From an optimization exercise on the open Yosys and OpenROAD flow, aimed at small area, a short achievable clock period and few clock cycles; shortcuts taken in it are not production practice.
Only simulation tests tie the RTL to the original design; equivalence was not proved.
Power is estimated from default activity; no workload was simulated.

==> branch violet: inputs <==
## logic_core
module logic_core (
    input  wire        clk,
    input  wire        rst,
    input  wire        start,
    input  wire        cold,
    input  wire        rate_hi,
    input  wire [13:0] scan_ticks,
    output reg         done,
    output wire [13:0] imem_addr,
    input  wire [31:0] imem_rdata,
    output wire [11:0] bra_addr,
    input  wire        bra_data,
    output wire [11:0] brb_addr,
    input  wire        brb_data,
    output wire        bw_en,
    output wire [11:0] bw_addr,
    output wire        bw_data,
    output wire [11:0] wra_addr,
    input  wire [31:0] wra_data,
    output wire [11:0] wrb_addr,
    input  wire [31:0] wrb_data,
    output wire        ww_en,
    output wire [11:0] ww_addr,
    output wire [31:0] ww_data,
    output wire [7:0]  st_addr,
    input  wire [33:0] st_rdata,
    output wire        st_we,
    output wire [33:0] st_wdata
);
clock: 22.0 ns
lec_check: 0
abc_area: 1
cap_margin: 20
core_margin: 2
core_utilization: 40
slew_margin: 20
run.sh (not shown) runs the stock make flow with config.mk's settings and CLKGATE_MAP_FILE= SYNTH_SCRIPT=/design/flow/synth_recipe.tcl, a recipe that flattens the netlist after the stock synthesis.
==> branch raven (differences from branch violet) <==
--- a/flow/design.v
+++ b/flow/design.v
@@ -41,11 +41,11 @@
                X_TIM = 3'd4, X_TIMF = 3'd5;
     reg        run;          
     reg        r_v;          
     reg [13:0] pc;           
     reg [31:0] ir;
-    reg [23:0] ir2;          
+    reg [11:0] wa_r, wb_r;   
     reg        h2;           
     reg [7:0]  st_idx;       
     reg        cold_r;
     reg        rate_r;
     reg [13:0] scan_r;
@@ -175,12 +175,12 @@
     wire        r_owned = is_owned_op(r_op);
     wire        r_timer = (r_op == OP_TON) || (r_op == OP_TOF) || (r_op == OP_TP);
     assign imem_addr = pc;
     assign bra_addr  = r_fd;
     assign brb_addr  = r_fs;
-    assign wra_addr  = r_tc ? ir2[23:12] : r_fd;
-    assign wrb_addr  = r_tc ? ir2[11:0]  : r_fs;
+    assign wra_addr  = wa_r;
+    assign wrb_addr  = wb_r;
     assign st_addr   = w_sen ? w_saddr : st_idx;
     wire r_rba = (r_op == OP_AND) || (r_op == OP_OR) || (r_op == OP_XOR);
     wire r_rbb = r_rba || (r_op == OP_MOVB) || (r_op == OP_NOTB) ||
                  (r_op >= OP_SETP && r_op <= OP_ORP) || (r_op == OP_REDGE) ||
                  (r_op == OP_FEDGE) || r_tc;
@@ -286,11 +286,12 @@
         endcase
     end
     wire [32:0] sum    = add_a + add_b + {32'd0, add_c};
     wire        lt     = sum[32];
     wire        eq     = (xwd == xws);
-    wire [31:0] t_newc = sum[32] ? 32'hFFFF_FFFF : sum[31:0];
+    wire        t_ovf  = t_base > ~{18'd0, scan_r};     
+    wire [31:0] t_newc = t_ovf ? 32'hFFFF_FFFF : sum[31:0];
     wire        cnt_q = (xop == OP_CTU) ? (!lt || (cv_move && cv_pm == xws))
                                         : (cv_new[31] || cv_new == 32'd0);
     reg x_fin;
     always @(*) begin
         x_fin = 1'b0;
@@ -298,11 +299,11 @@
             case (xst)
                 X_EX: begin
                     x_fin = (xop != OP_END);
                     if (exe) begin
                         if (xop == OP_MUL) x_fin = 1'b0;
-                        if (xop == OP_DIV && !d_zero && !q_zero) x_fin = 1'b0;
+                        if (xop == OP_DIV) x_fin = 1'b0;
                         if (is_timer && t_long) x_fin = 1'b0;
                     end
                 end
                 X_MUL:  x_fin = (idx == 5'd0);
                 X_DIVF: x_fin = 1'b1;
@@ -348,11 +349,10 @@
                         e_sdat = {1'b0, xbs, 32'd0};
                     end
                     OP_MOV:   begin e_wen = 1'b1; e_wdat = xws; end
                     OP_MOVI:  begin e_wen = 1'b1; e_wdat = {{20{xsx[11]}}, xsx}; end
                     OP_ADD, OP_SUB: e_wen = 1'b1;
-                    OP_DIV:   begin e_wen = d_zero || q_zero; e_wdat = 32'd0; end
                     OP_ANDW:  begin e_wen = 1'b1; e_wdat = xwd & xws; end
                     OP_ORW:   begin e_wen = 1'b1; e_wdat = xwd | xws; end
                     OP_XORW:  begin e_wen = 1'b1; e_wdat = xwd ^ xws; end
                     OP_TON, OP_TOF, OP_TP: begin
                         e_wdat = 32'd0;
@@ -439,11 +439,11 @@
             w_sen   <= e_sen;
             if (x_v) begin
                 case (xst)
                     X_EX: if (xe) begin
                         if (xop == OP_MUL) xst <= X_MUL;
-                        if (xop == OP_DIV && !d_zero && !q_zero) xst <= X_DIV;
+                        if (xop == OP_DIV) xst <= (d_zero || q_zero) ? X_DIVF : X_DIV;
                         if (is_timer && t_long) xst <= t_sat ? X_TIMF : X_TIM;
                     end
                     X_MUL:  if (idx == 5'd0) xst <= X_EX;
                     X_DIV:  if (idx == 5'd0) xst <= X_DIVF;
                     X_TIM:  if (idx == 5'd0) xst <= X_TIMF;
@@ -479,28 +479,33 @@
             if (!run) begin
                 if (start) begin
                     run    <= 1'b1;
                     r_v    <= 1'b1;
                     ir     <= imem_rdata;
+                    wa_r   <= imem_rdata[23:12];
+                    wb_r   <= imem_rdata[11:0];
                     pc     <= (imem_rdata[31:26] == OP_END) ? 14'd0 : 14'd1;
                     h2     <= 1'b0;
                     pr     <= 1'b0;
                     annul  <= 12'd0;
                     st_idx <= 8'd0;
                     cold_r <= cold;
                     rate_r <= rate_hi;
                     scan_r <= scan_ticks;
                 end
             end else if (need2) begin
-                ir2 <= imem_rdata[23:0];
+                wa_r <= imem_rdata[23:12];
+                wb_r <= imem_rdata[11:0];
                 pc  <= pc + 14'd1;
                 h2  <= 1'b1;
             end else if (r_adv) begin
                 if (r_op == OP_END) begin
                     r_v <= 1'b0;
                 end else begin
-                    ir  <= imem_rdata;
+                    ir   <= imem_rdata;
+                    wa_r <= imem_rdata[23:12];
+                    wb_r <= imem_rdata[11:0];
                     pc  <= (imem_rdata[31:26] == OP_END) ? 14'd0 : pc + 14'd1;
                     h2  <= 1'b0;
                 end
             end
         end
@@ -517,13 +522,13 @@
                     acc <= 32'd0;
                     idx <= {1'b0, m_top};
                 end
                 if (xop == OP_DIV) begin
                     acc  <= 32'd0;
-                    q    <= sum[31:0];
+                    q    <= (d_zero || q_zero) ? 32'd0 : sum[31:0];
                     idx  <= 5'd31;
-                    qneg <= a_neg ^ d_neg;
+                    qneg <= a_neg ^ d_neg && !(d_zero || q_zero);
                 end
                 if (is_timer) begin
                     acc  <= 32'd0;
                     trem <= 4'd0;
                     q    <= t_newc;
@@ -556,11 +561,11 @@
             q <= e_sdat[31:0];
         if (r_adv) begin
             xop   <= r_op;
             xp    <= ir[25:24];
             xd    <= r_fd;
-            xsx   <= r_tc ? ir2[23:12] : r_fs;
+            xsx   <= r_tc ? wa_r : r_fs;
             x_idx <= st_idx;
             xbd   <= bra_data;
             xbs   <= brb_data;
             xwd   <= r_timer ? st_rdata[31:0] : wra_data;
             xws   <= wrb_data;
==> flow/flow/run.sh (new file) <==
#!/bin/bash
# The standard layout (bash standard.sh) with two changes to how ORFS
# builds it; the SDC, the clock period and every other setting stay the standard flow's.
#  - repair_timing is asked to leave extra setup slack (SETUP_SLACK_MARGIN,
#    in ns), so that the layout's paths come out shorter than the clock
#    period requires;
#  - the port buffers that global placement inserts on every input and
#    output are buf_2 cells instead of ORFS's default delay buffers.
set -euo pipefail
export SETUP_SLACK_MARGIN=16.5
export BUFFER_PORTS_ARGS="-buffer_cell sky130_fd_sc_hd__buf_2"
bash standard.sh > standard.log 2>&1
==> flow/standard.sh (new file) <==
#!/bin/bash
# synth_recipe.tcl (not shown) runs the flow's synth.tcl, then flattens the netlist and writes it again
# the make line also repeats each setting of config.mk as NAME=value (left out here)
make -C /OpenROAD-flow-scripts/flow DESIGN_CONFIG=/design/flow/config.mk WORK_HOME=/design/flow/orfs CLKGATE_MAP_FILE= SYNTH_SCRIPT=/design/flow/synth_recipe.tcl "${@:-finish}"
Settings changed: CORE_UTILIZATION 40 to 50.
removed: flow/run.sh
==> branch quartz (differences from branch violet) <==
--- a/flow/design.v
+++ b/flow/design.v
@@ -41,11 +41,11 @@
                X_TIM = 3'd4, X_TIMF = 3'd5;
     reg        run;          
     reg        r_v;          
     reg [13:0] pc;           
     reg [31:0] ir;
-    reg [23:0] ir2;          
+    reg [11:0] wa_r, wb_r;   
     reg        h2;           
     reg [7:0]  st_idx;       
     reg        cold_r;
     reg        rate_r;
     reg [13:0] scan_r;
@@ -63,10 +63,11 @@
     reg [11:0] annul;
     reg [31:0] acc;          
     reg [31:0] q;            
     reg [4:0]  idx;          
     reg [3:0]  trem;         
+    reg [10:0] tT;           
     reg        qneg;         
     reg        bneg_r, btwo_r, bzero_r;    
     reg        w_ben, w_bdat, w_wen, w_sen;
     reg [11:0] w_baddr, w_waddr;
     reg [7:0]  w_saddr;
@@ -175,12 +176,12 @@
     wire        r_owned = is_owned_op(r_op);
     wire        r_timer = (r_op == OP_TON) || (r_op == OP_TOF) || (r_op == OP_TP);
     assign imem_addr = pc;
     assign bra_addr  = r_fd;
     assign brb_addr  = r_fs;
-    assign wra_addr  = r_tc ? ir2[23:12] : r_fd;
-    assign wrb_addr  = r_tc ? ir2[11:0]  : r_fs;
+    assign wra_addr  = wa_r;
+    assign wrb_addr  = wb_r;
     assign st_addr   = w_sen ? w_saddr : st_idx;
     wire r_rba = (r_op == OP_AND) || (r_op == OP_OR) || (r_op == OP_XOR);
     wire r_rbb = r_rba || (r_op == OP_MOVB) || (r_op == OP_NOTB) ||
                  (r_op >= OP_SETP && r_op <= OP_ORP) || (r_op == OP_REDGE) ||
                  (r_op == OP_FEDGE) || r_tc;
@@ -226,10 +227,12 @@
     wire [4:0]  t_msb    = msb32(t_base | {18'd0, scan_r});
     wire [4:0]  t_top    = (t_msb == 5'd31) ? 5'd15 : ((t_msb + 5'd1) >> 1);
     wire        t_long   = (xop == OP_TON && xbs) || (xop == OP_TOF && !xbs && xf1) ||
                            (xop == OP_TP && tp_run);
     wire [14:0] t_step   = tl(rate_r, trem, q[{idx[3:0], 1'b0} +: 2]);
+    wire [3:0]  idx_m1   = idx[3:0] - 4'd1;
+    wire [14:0] t_next   = tl(rate_r, t_step[14:11], q[{idx_m1, 1'b0} +: 2]);
     wire [31:0] t_et     = qneg ? 32'h7FFF_FFFF : acc;
     wire        cnt_edge = xbs && !xf0 && !cold_r;
     wire        cnt_dn   = (xop == OP_CTD);
     wire [31:0] cv_pm    = xwd + {{31{cnt_dn}}, 1'b1};
     wire        cv_move  = cnt_edge && (xwd != {cnt_dn, {31{!cnt_dn}}});
@@ -256,11 +259,11 @@
                 add_b = {1'b0, q ^ {32{qneg}}};
                 add_c = qneg;
             end
             X_TIM: begin
                 add_a = {acc[30:0], 2'b00};
-                add_b = {22'd0, t_step[10:0]};
+                add_b = {22'd0, tT};
                 add_c = 1'b0;
             end
             X_TIMF: begin
                 add_a = {1'b0, t_et};
             end
@@ -283,14 +286,16 @@
                     default: ;    
                 endcase
             end
         endcase
     end
-    wire [32:0] sum    = add_a + add_b + {32'd0, add_c};
+    wire [32:0] sum;
+    csel_add33 u_add (.a(add_a), .b(add_b), .ci(add_c), .s(sum));
     wire        lt     = sum[32];
     wire        eq     = (xwd == xws);
-    wire [31:0] t_newc = sum[32] ? 32'hFFFF_FFFF : sum[31:0];
+    wire        t_ovf  = t_base > ~{18'd0, scan_r};     
+    wire [31:0] t_newc = t_ovf ? 32'hFFFF_FFFF : sum[31:0];
     wire        cnt_q = (xop == OP_CTU) ? (!lt || (cv_move && cv_pm == xws))
                                         : (cv_new[31] || cv_new == 32'd0);
     reg x_fin;
     always @(*) begin
         x_fin = 1'b0;
@@ -298,11 +303,11 @@
             case (xst)
                 X_EX: begin
                     x_fin = (xop != OP_END);
                     if (exe) begin
                         if (xop == OP_MUL) x_fin = 1'b0;
-                        if (xop == OP_DIV && !d_zero && !q_zero) x_fin = 1'b0;
+                        if (xop == OP_DIV) x_fin = 1'b0;
                         if (is_timer && t_long) x_fin = 1'b0;
                     end
                 end
                 X_MUL:  x_fin = (idx == 5'd0);
                 X_DIVF: x_fin = 1'b1;
@@ -348,11 +353,10 @@
                         e_sdat = {1'b0, xbs, 32'd0};
                     end
                     OP_MOV:   begin e_wen = 1'b1; e_wdat = xws; end
                     OP_MOVI:  begin e_wen = 1'b1; e_wdat = {{20{xsx[11]}}, xsx}; end
                     OP_ADD, OP_SUB: e_wen = 1'b1;
-                    OP_DIV:   begin e_wen = d_zero || q_zero; e_wdat = 32'd0; end
                     OP_ANDW:  begin e_wen = 1'b1; e_wdat = xwd & xws; end
                     OP_ORW:   begin e_wen = 1'b1; e_wdat = xwd | xws; end
                     OP_XORW:  begin e_wen = 1'b1; e_wdat = xwd ^ xws; end
                     OP_TON, OP_TOF, OP_TP: begin
                         e_wdat = 32'd0;
@@ -439,11 +443,11 @@
             w_sen   <= e_sen;
             if (x_v) begin
                 case (xst)
                     X_EX: if (xe) begin
                         if (xop == OP_MUL) xst <= X_MUL;
-                        if (xop == OP_DIV && !d_zero && !q_zero) xst <= X_DIV;
+                        if (xop == OP_DIV) xst <= (d_zero || q_zero) ? X_DIVF : X_DIV;
                         if (is_timer && t_long) xst <= t_sat ? X_TIMF : X_TIM;
                     end
                     X_MUL:  if (idx == 5'd0) xst <= X_EX;
                     X_DIV:  if (idx == 5'd0) xst <= X_DIVF;
                     X_TIM:  if (idx == 5'd0) xst <= X_TIMF;
@@ -475,32 +479,37 @@
                 x_v <= r_adv;
             end
             if (r_adv && r_owned)
                 st_idx <= st_idx + 8'd1;
             if (!run) begin
+                ir     <= imem_rdata;
+                wa_r   <= imem_rdata[23:12];
+                wb_r   <= imem_rdata[11:0];
                 if (start) begin
                     run    <= 1'b1;
                     r_v    <= 1'b1;
-                    ir     <= imem_rdata;
                     pc     <= (imem_rdata[31:26] == OP_END) ? 14'd0 : 14'd1;
                     h2     <= 1'b0;
                     pr     <= 1'b0;
                     annul  <= 12'd0;
                     st_idx <= 8'd0;
                     cold_r <= cold;
                     rate_r <= rate_hi;
                     scan_r <= scan_ticks;
                 end
             end else if (need2) begin
-                ir2 <= imem_rdata[23:0];
+                wa_r <= imem_rdata[23:12];
+                wb_r <= imem_rdata[11:0];
                 pc  <= pc + 14'd1;
                 h2  <= 1'b1;
             end else if (r_adv) begin
                 if (r_op == OP_END) begin
                     r_v <= 1'b0;
                 end else begin
-                    ir  <= imem_rdata;
+                    ir   <= imem_rdata;
+                    wa_r <= imem_rdata[23:12];
+                    wb_r <= imem_rdata[11:0];
                     pc  <= (imem_rdata[31:26] == OP_END) ? 14'd0 : pc + 14'd1;
                     h2  <= 1'b0;
                 end
             end
         end
@@ -517,19 +526,20 @@
                     acc <= 32'd0;
                     idx <= {1'b0, m_top};
                 end
                 if (xop == OP_DIV) begin
                     acc  <= 32'd0;
-                    q    <= sum[31:0];
+                    q    <= (d_zero || q_zero) ? 32'd0 : sum[31:0];
                     idx  <= 5'd31;
-                    qneg <= a_neg ^ d_neg;
+                    qneg <= a_neg ^ d_neg && !(d_zero || q_zero);
                 end
                 if (is_timer) begin
                     acc  <= 32'd0;
                     trem <= 4'd0;
+                    tT   <= 11'd0;
                     q    <= t_newc;
-                    idx  <= t_top;
+                    idx  <= t_top + 5'd1;     
                     qneg <= t_sat;
                 end
             end
             X_MUL: begin
                 acc <= sum[31:0];
@@ -541,10 +551,11 @@
                 idx <= idx - 5'd1;
             end
             X_TIM: begin
                 acc  <= sum[31:0];
                 trem <= t_step[14:11];
+                tT   <= t_next[10:0];
                 idx  <= idx - 5'd1;
             end
             default: ;
         endcase
         bneg_r  <= bdig[2] && !(bdig[1] && bdig[0]);
@@ -556,16 +567,37 @@
             q <= e_sdat[31:0];
         if (r_adv) begin
             xop   <= r_op;
             xp    <= ir[25:24];
             xd    <= r_fd;
-            xsx   <= r_tc ? ir2[23:12] : r_fs;
+            xsx   <= r_tc ? wa_r : r_fs;
             x_idx <= st_idx;
             xbd   <= bra_data;
             xbs   <= brb_data;
             xwd   <= r_timer ? st_rdata[31:0] : wra_data;
             xws   <= wrb_data;
             xf0   <= st_rdata[32];
             xf1   <= st_rdata[33];
         end
     end
 endmodule
+module csel_add33 (
+    input  wire [32:0] a,
+    input  wire [32:0] b,
+    input  wire        ci,
+    output wire [32:0] s
+);
+    wire [8:0] s0   = {1'b0, a[7:0]}   + {1'b0, b[7:0]} + {8'd0, ci};
+    wire [8:0] s1_0 = {1'b0, a[15:8]}  + {1'b0, b[15:8]};
+    wire [8:0] s1_1 = {1'b0, a[15:8]}  + {1'b0, b[15:8]} + 9'd1;
+    wire [8:0] s2_0 = {1'b0, a[23:16]} + {1'b0, b[23:16]};
+    wire [8:0] s2_1 = {1'b0, a[23:16]} + {1'b0, b[23:16]} + 9'd1;
+    wire [8:0] s3_0 = a[32:24] + b[32:24];
+    wire [8:0] s3_1 = a[32:24] + b[32:24] + 9'd1;
+    wire c8  = s0[8];
+    wire c16 = c8  ? s1_1[8] : s1_0[8];
+    wire c24 = c16 ? s2_1[8] : s2_0[8];
+    assign s[7:0]   = s0[7:0];
+    assign s[15:8]  = c8  ? s1_1[7:0] : s1_0[7:0];
+    assign s[23:16] = c16 ? s2_1[7:0] : s2_0[7:0];
+    assign s[32:24] = c24 ? s3_1 : s3_0;
+endmodule
==> flow/flow/run.sh (new file) <==
#!/bin/bash
# The standard layout (bash standard.sh) with two changes to how ORFS
# builds it; the SDC, the clock period and every other setting stay the standard flow's.
#  - repair_timing is asked to leave extra setup slack (SETUP_SLACK_MARGIN,
#    in ns), so that the layout's paths come out shorter than the clock
#    period requires;
#  - the port buffers that global placement inserts on every input and
#    output are buf_2 cells instead of ORFS's default delay buffers.
set -euo pipefail
export SETUP_SLACK_MARGIN=16
export BUFFER_PORTS_ARGS="-buffer_cell sky130_fd_sc_hd__buf_2"
bash standard.sh > standard.log 2>&1
==> flow/standard.sh (new file) <==
#!/bin/bash
# synth_recipe.tcl (not shown) runs the flow's synth.tcl, then flattens the netlist and writes it again
# the make line also repeats each setting of config.mk as NAME=value (left out here)
make -C /OpenROAD-flow-scripts/flow DESIGN_CONFIG=/design/flow/config.mk WORK_HOME=/design/flow/orfs CLKGATE_MAP_FILE= SYNTH_SCRIPT=/design/flow/synth_recipe.tcl "${@:-finish}"
removed: flow/run.sh
==> qor summary <==
item	branch raven	branch violet	branch quartz
Run status	complete, no violations	complete, no violations	complete, no violations
Synth Area in XOR/XNOR	0.07089	0.06994	0.07558
Syn Nets	4643	4497	4760
Number of sequential storage elements	338	338	348
M1 GR Usage	0.5433	0.4772	0.4673
Worst-path clk slew	70 ps	70 ps	60 ps
Area growth from synthesis to layout	23.33%	18.57%	16.10%
Critical path buffers and inverters	11	9	3
Switching power as a share of total power	0.4166	0.3477	0.3450
Die Outline Area	64750 µm²	78850 µm²	82950 µm²
Portion of total power attributed to combinational logic	0.428	0.275	0.251
Power drawn by the sequential cells	888 µW	773 µW	795 µW
Number of standard cells in the layout, taps in and fillers out	5644	5476	5789
# clock sinks	338	338	348
Crit Path Max Fanout	61	25	7
Capture point of the critical path	acc[14]	acc[15]	acc[22]
Testbench counts of branch violet, summed over its fixed seeds: cycles 333,817.
Testbench counts of branch raven, summed over its fixed seeds: cycles 335,913.
Testbench counts of branch quartz, summed over its fixed seeds: cycles 339,198.

==> separate check: timing with driven ports <==
The flow's constraints put no driver on any port. The routed layouts listed below were extracted and timed again, unchanged, in two steps. Step 1 (the two cells are an assumption about what drives the block):
set clk [get_ports {clk}]
set_driving_cell -lib_cell sky130_fd_sc_hd__clkbuf_16 $clk
set_driving_cell -lib_cell sky130_fd_sc_hd__buf_2 [delete_from_list [all_inputs] $clk]
Step 2 moves the port delays by t, midway between the first and last clock arrival at a register: inputs arrive t later, outputs are due t later. That takes back most of the time a late clock gives input paths. Three values: ideal, step 1, step 2; two values: the first two.
run | t, ns | setup slack, ns | slew at the worst register clock pin (ns)
branch violet | 0.653 | 13.169 / 13.169 / 13.169 | 0.07 / 0.07
branch raven | 0.683 | 15.949 / 15.949 / 15.936 | 0.08 / 0.08
branch quartz | 0.674 | 15.869 / 15.869 / 15.610 | 0.07 / 0.07
After both steps setup and hold are still met in every run listed. For branch quartz, which loses most, drivers alone change the setup slack by 0.000 ns; drivers and shift together by -0.259 ns.
